Source: an optimization exercise on an open RTL-to-GDS flow (aim: small area and a short achievable clock period). Production flows keep margins and buffers that such runs may drop. In this exercise RTL edits were held to simulation tests only and were not proved equivalent to the original.

==> design/flow/design.v <==
module qos_out_arb (
    input  wire        clk,
    input  wire        rst,           
    input  wire [17:0] cfg_level,     
    input  wire [71:0] cfg_weight,    
    input  wire [7:0]  cfg_starve,    
    input  wire        arb_en,        
    input  wire [9:0]  req,           
    input  wire [35:0] req_cells,     
    output reg         gnt_valid,
    output reg  [3:0]  gnt_id,
    output wire [15:0] starve_promotions
);
    localparam N = 9;
    reg signed [9:0] deficit  [0:N-1];
    reg        [3:0] ptr      [0:3];
    reg       [13:0] wait_cnt [0:N-1];
    reg      [N-1:0] starved;
    reg       [15:0] promo_cnt;
    assign starve_promotions = promo_cnt;
    function [1:0] eff_level;
        input integer e;
        begin
            eff_level = starved[e] ? 2'd0 : cfg_level[2*e +: 2];
        end
    endfunction
    reg        any_ready;
    reg  [1:0] win_level;
    reg  [3:0] win;
    reg        found;
    reg  [N-1:0] passed;        
    reg  [4:0] pos;
    reg  [3:0] idx;
    integer e, k;
    always @(*) begin
        any_ready = 1'b0;
        win_level = 2'd3;
        for (e = 0; e < N; e = e + 1)
            if (req[e] && eff_level(e) <= win_level) begin
                win_level = eff_level(e);
                any_ready = 1'b1;
            end
        if (!any_ready)
            win_level = 2'd0;
        win    = 4'd0;
        found  = 1'b0;
        passed = {N{1'b0}};
        for (k = 0; k < N; k = k + 1) begin
            pos = ptr[win_level] + k;
            idx = (pos >= N) ? pos - N : pos;
            if (!found && eff_level(idx) == win_level) begin
                if (req[idx]) begin
                    found = 1'b1;
                    win   = idx;
                end else begin
                    passed[idx] = 1'b1;
                end
            end
        end
        if (arb_en && req[9]) begin
            gnt_valid = 1'b1;
            gnt_id    = 4'd9;
        end else if (arb_en && any_ready) begin
            gnt_valid = 1'b1;
            gnt_id    = win;
        end else begin
            gnt_valid = 1'b0;
            gnt_id    = 4'd0;
        end
    end
    wire grant_entry = gnt_valid && (gnt_id != 4'd9);
    reg signed [9:0]  cost;
    reg signed [9:0]  left;
    reg        [13:0] limit;
    reg        [3:0]  promo_add;     
    reg signed [9:0]  refill;        
    always @(*) begin
        cost  = 10'sd1 + $signed({6'd0, req_cells[4*win +: 4]});
        left  = deficit[win] - cost;
        limit = {cfg_starve, 6'd0};
        refill = left + $signed({2'b00, cfg_weight[8*win +: 8]});
        if (refill < -10'sd9)
            refill = -10'sd9;
    end
    integer i;
    always @(posedge clk) begin
        if (rst) begin
            for (i = 0; i < N; i = i + 1) begin
                deficit[i]  <= $signed({2'b00, cfg_weight[8*i +: 8]});
                wait_cnt[i] <= 14'd0;
            end
            for (i = 0; i < 4; i = i + 1)
                ptr[i] <= 4'd0;
            starved   <= {N{1'b0}};
            promo_cnt <= 16'd0;
        end else begin
            promo_add = 4'd0;
            if (grant_entry) begin
                for (i = 0; i < N; i = i + 1)
                    if (passed[i])
                        deficit[i] <= $signed({2'b00, cfg_weight[8*i +: 8]});
                if (left <= 0) begin
                    deficit[win] <= refill;
                    ptr[win_level] <= (win == N - 1) ? 4'd0 : win + 4'd1;
                end else begin
                    deficit[win] <= left;
                end
            end
            for (i = 0; i < N; i = i + 1) begin
                if (grant_entry && win == i) begin
                    wait_cnt[i] <= 14'd0;
                    starved[i]  <= 1'b0;
                end else if (cfg_level[2*i +: 2] == 2'd0 || limit == 14'd0 || !req[i]) begin
                    wait_cnt[i] <= 14'd0;
                end else if (wait_cnt[i] + 14'd1 >= limit) begin
                    wait_cnt[i] <= 14'd0;
                    if (!starved[i]) begin
                        starved[i] <= 1'b1;
                        promo_add = promo_add + 4'd1;
                    end
                end else begin
                    wait_cnt[i] <= wait_cnt[i] + 14'd1;
                end
            end
            promo_cnt <= promo_cnt + {12'd0, promo_add};
        end
    end
endmodule
==> design/flow/run.sh <==
#!/bin/bash
# synth_recipe.tcl (not shown) runs the flow's synth.tcl, then flattens the netlist and writes it again
# the make line also repeats each setting of config.mk as NAME=value (left out here)
make -C /OpenROAD-flow-scripts/flow DESIGN_CONFIG=/design/flow/config.mk WORK_HOME=/design/flow/orfs CLKGATE_MAP_FILE= SYNTH_SCRIPT=/design/flow/synth_recipe.tcl finish
==> design/flow/config.mk <==
export PLATFORM = sky130hd
export DESIGN_NAME = qos_out_arb
export DESIGN_NICKNAME = qos_out_arb
export VERILOG_FILES = /design/flow/design.v
export SDC_FILE = /design/flow/constraint.sdc
export NUM_CORES = 4
export LEC_CHECK = 0
export CAP_MARGIN = 20
export CORE_MARGIN = 2
export CORE_UTILIZATION = 40
export PLACE_DENSITY = 0.6
export SLEW_MARGIN = 20
==> design/flow/constraint.sdc <==
create_clock -name core_clock -period 26.0 [get_ports {clk}]
set_input_delay 5.2000 -clock core_clock [delete_from_list [all_inputs] [get_ports {clk}]]
set_output_delay 5.2000 -clock core_clock [all_outputs]
set_load 0.01 [all_outputs]
==> results by group <==
Timing
  • Final period utilization: between 90% and 100%
  • Setup_tns: 0 ps
  • Fmax: 39.6 MHz
  • Min cycle time layout: 25,270 ps
  • Final slew viol count: 0
  • Final hold vios: 0
  • Final setup vio count: 0
  • Max transition margin: about 18%
  • Final Skew: 17.0 ps
  • Measured slew at the worst slew-check pin: between 1000 and 1500 ps

Worst setup path
  • Most used cell, CP: ha_1
  • Maximum single-stage delay on the critical path: 590 ps
  • CP required: 20,800 ps
  • R2r endpoint: promo_cnt[9]
  • CP Capture Point: gnt_id[0]
  • CP Class: in2out
  • Crit. End Element: output pin
  • Max FO, Critical Path: 11
  • CP Data Arrival Time: 20,070 ps
  • Worst Setup SP: cfg_level[3]
  • FF-to-FF Start: starved[0]
  • Critical-path top delay cell: or4b_4
  • R2R setup slack: 5260 ps
  • Reg2reg path depth: 101
  • Crit start category: input pin

Logic synthesis
  • Library cells used by synthesis: 125
  • Mux contribution to synthesized area: 9.43%
  • Largest family of logic cells by synthesized area: simple AND/OR/NAND/NOR gates
  • Post-synthesis sequential area ratio: 25.0%
  • Ys flop type: dfxtp_1
  • Post-synthesis instance total: 3,442
  • Post-synth EDFFs: 130
  • Synth Area in XOR/XNOR: 6.01%
  • Ys async rst share: 0%
  • Cell area after synthesis: between 0.02 and 0.03 mm2
  • Fraction of the mapped netlist area in adder cells: 8.70%
  • Post-synthesis compound-gate area fraction: 19.7%
  • Synthesized Nets: 3,778
  • Syn_area_per_cell: 8.05 um2
  • Syn. warnings: 2
  • Yosys reg bits: between 200 and 300
  • Synth Area in Simple Gates: 26.1%

Clock tree
  • Max H-tree Level: 1
  • CTS tree: yes
  • Clock Sinks: 281
  • Longest Clk Path Bufs: 3
  • Cts bufs inserted: 30
  • Clk root buf: clkbuf_16
  • Worst-path clk slew: 60 ps
  • CTS Hold Bufs: 0
  • Clock Latency Late Sink: roughly 580 ps

Global route
  • Number of global-route vias before repair: approximately 27,000
  • Total GRT Usage: 30.6%
  • Initial antenna violation count: 6
  • First-pass GRT wire length: 168 mm
  • Largest net degree at the start of global routing: 45
  • Grt ovf: 0

Worst hold path
  • HP Class: reg2reg

Routing
  • Vias: 29,194
  • Routed wire length: 113 mm
  • Top layer in use: met5
  • WL per Instance: 23.4 um
  • DRC viols: 0
  • Initial DRC count: 3,315
  • Remaining antenna violation count: 0
  • Post-Route M1 WL: approximately 47 mm
  • Avg Vias per Cell: 6.05
  • Met2 wire length: 48.3 mm
  • 1st-pass router iterations: 8
  • WL met3: 11.6 mm

Flow run
  • Number of max-cap violations: 0

Place
  • Placed Cells: between 4,000 and 5,000
  • Post-DP Area: ~0.033 mm2
  • Placer Congestion: between 1 and 1.5
  • DP HPWL: 84.0 mm
  • Port Buffers: 167

Cells and area
  • Finished Core Util: 50.8%
  • Synthesis-to-layout area growth: 25.8%
  • Fraction of layout cells with a size suffix above 1: 20.5%
  • Leading cell type in the layout, fill and taps excluded: buf_4
  • Layout Nets: 4,209
  • Final Cell Area: approximately 0.035 mm2
  • Most frequent cells in the layout: 429 x buf_4, 428 x nand2_1, 257 x nor2_1, 219 x nand3_1, 181 x ha_1
  • Final Non-Filler Cells: 4,823
  • Ant diodes: 0

Floorplan
  • CORE AREA: 0.0686 mm2
  • Num rows: 96
  • # IOs: ~170
  • Starting Density: between 40% and 50%
  • Die width: 267 um
  • Die height: 267 um
  • Die area: between 0.07 and 0.08 mm2

Outcome
  • Status: finished clean
==> per-stage QoR <==
step | setup slack (ps) | hold WS, ps
finish | 726 | 462
global route | -116 | 478
CTS | 0.0409 | 469
detailed placement | -674 | 454
global placement | -557 | 446
floorplan | 33.3 | 430
==> layer usage <==
layer,global-route usage (%),up-vias
li1,-,13513
met3,5.91,340
met1,41.1,13777
met5,0,-
met4,14.4,4
met2,47.3,1560
==> timing repair <==
action,in CTS,in global routing
pin swaps,0,49
setup buffers,0,29
gates cloned,0,0
endpoints found under the setup margin,47,133
resized for setup,19,133
==> critical path, delay by kind of cell <==
kind	cells	cell delay, ps
AO/OA/AOI/OAI	29	5470
adder cells (fa/ha/maj)	10	2940
multiplexers	4	1460
buffers and inverters	9	1530
AND/OR/NAND/NOR	19	3450
==> registers in the layout, indices dropped and copies added, names as in the netlist <==
signal / cells
starved: 9
deficit: 114
promo_cnt: 16
ptr: 16
wait_cnt: 126
==> synthesized netlist by cell type, types with 31 or more instances <==
cell type  instances  share of area [%]
clkbuf_1         142                1.9
edfxtp_1         130                 14
nor2_1           270                3.7
a21oi_1          145                2.6
o31ai_1           31               0.84
nor2b_1          119                2.7
ha_1             186                8.4
nor4_1            31               0.70
nand2b_1          55                1.2
mux2_2            78                3.2
a211oi_1          33               0.89
o211ai_1          39                1.1
nand3_1          220                4.0
o21ai_0          120                2.2
xor2_1            71                2.2
dfxtp_1          151                 11
buf_2             32               0.58
mux2i_1          108                3.9
nor3_1            92                1.7
inv_1            118                1.6
xnor2_1          107                3.4
nand4_1           39               0.88
nand2_1          431                5.8
a31oi_1           37               0.84
and3_1            67                1.5
==> cell families after synthesis <==
logic type      count (synthesis)
simple gates                 1464
compound gates                765
buf+inv                       341
flops                         281
mux                           217
fa+ha+maj                     191
xor+xnor                      183
==> final cells by class <==
class | instances | area [um2]
Fill cell | 6619 | 33700
Clock buffer | 45 | 868
Multi-Input combinational cell | 2820 | 20200
Timing Repair Buffer | 612 | 5170
Inverter | 128 | 485
Sequential cell | 281 | 6930
Tap cell | 931 | 1160
Clock inverter | 6 | 61.3
==> worst min-delay path by stage <==
stage	start	slack, ps	cells after the start	endpoint
after global placement	wait_cnt[2][0]	450	1	wait_cnt[2][0]
after global routing	wait_cnt[2][0]	480	1	wait_cnt[2][0]
final	wait_cnt[2][0]	460	1	wait_cnt[2][0]
after detailed placement	wait_cnt[2][0]	450	1	wait_cnt[2][0]
after floorplan	wait_cnt[4][0]	430	1	wait_cnt[4][0]
after CTS	wait_cnt[2][0]	470	1	wait_cnt[2][0]

## re-timing with driven ports
The flow's constraints put no driver on any port. The routed layout listed below was extracted and timed again, unchanged, in two steps. Step 1, drivers: a clkbuf_16 drives clk and a buf_2 each remaining input, both assumed. Step 2 also shifts input and output timing later by t, the mid clock arrival at the registers, as if the neighbouring blocks saw the same clock. a / b / c = ideal / step 1 / step 2; a / b = the first two.
t (ns): 0.629
setup slack, ns: 0.726 / 0.695 / 0.424
hold WS [ns]: 0.462 / 0.462 / 0.462
After both steps this run still meets setup and hold. For this run, drivers alone change the setup slack by -0.031 ns; drivers and shift together by -0.302 ns.
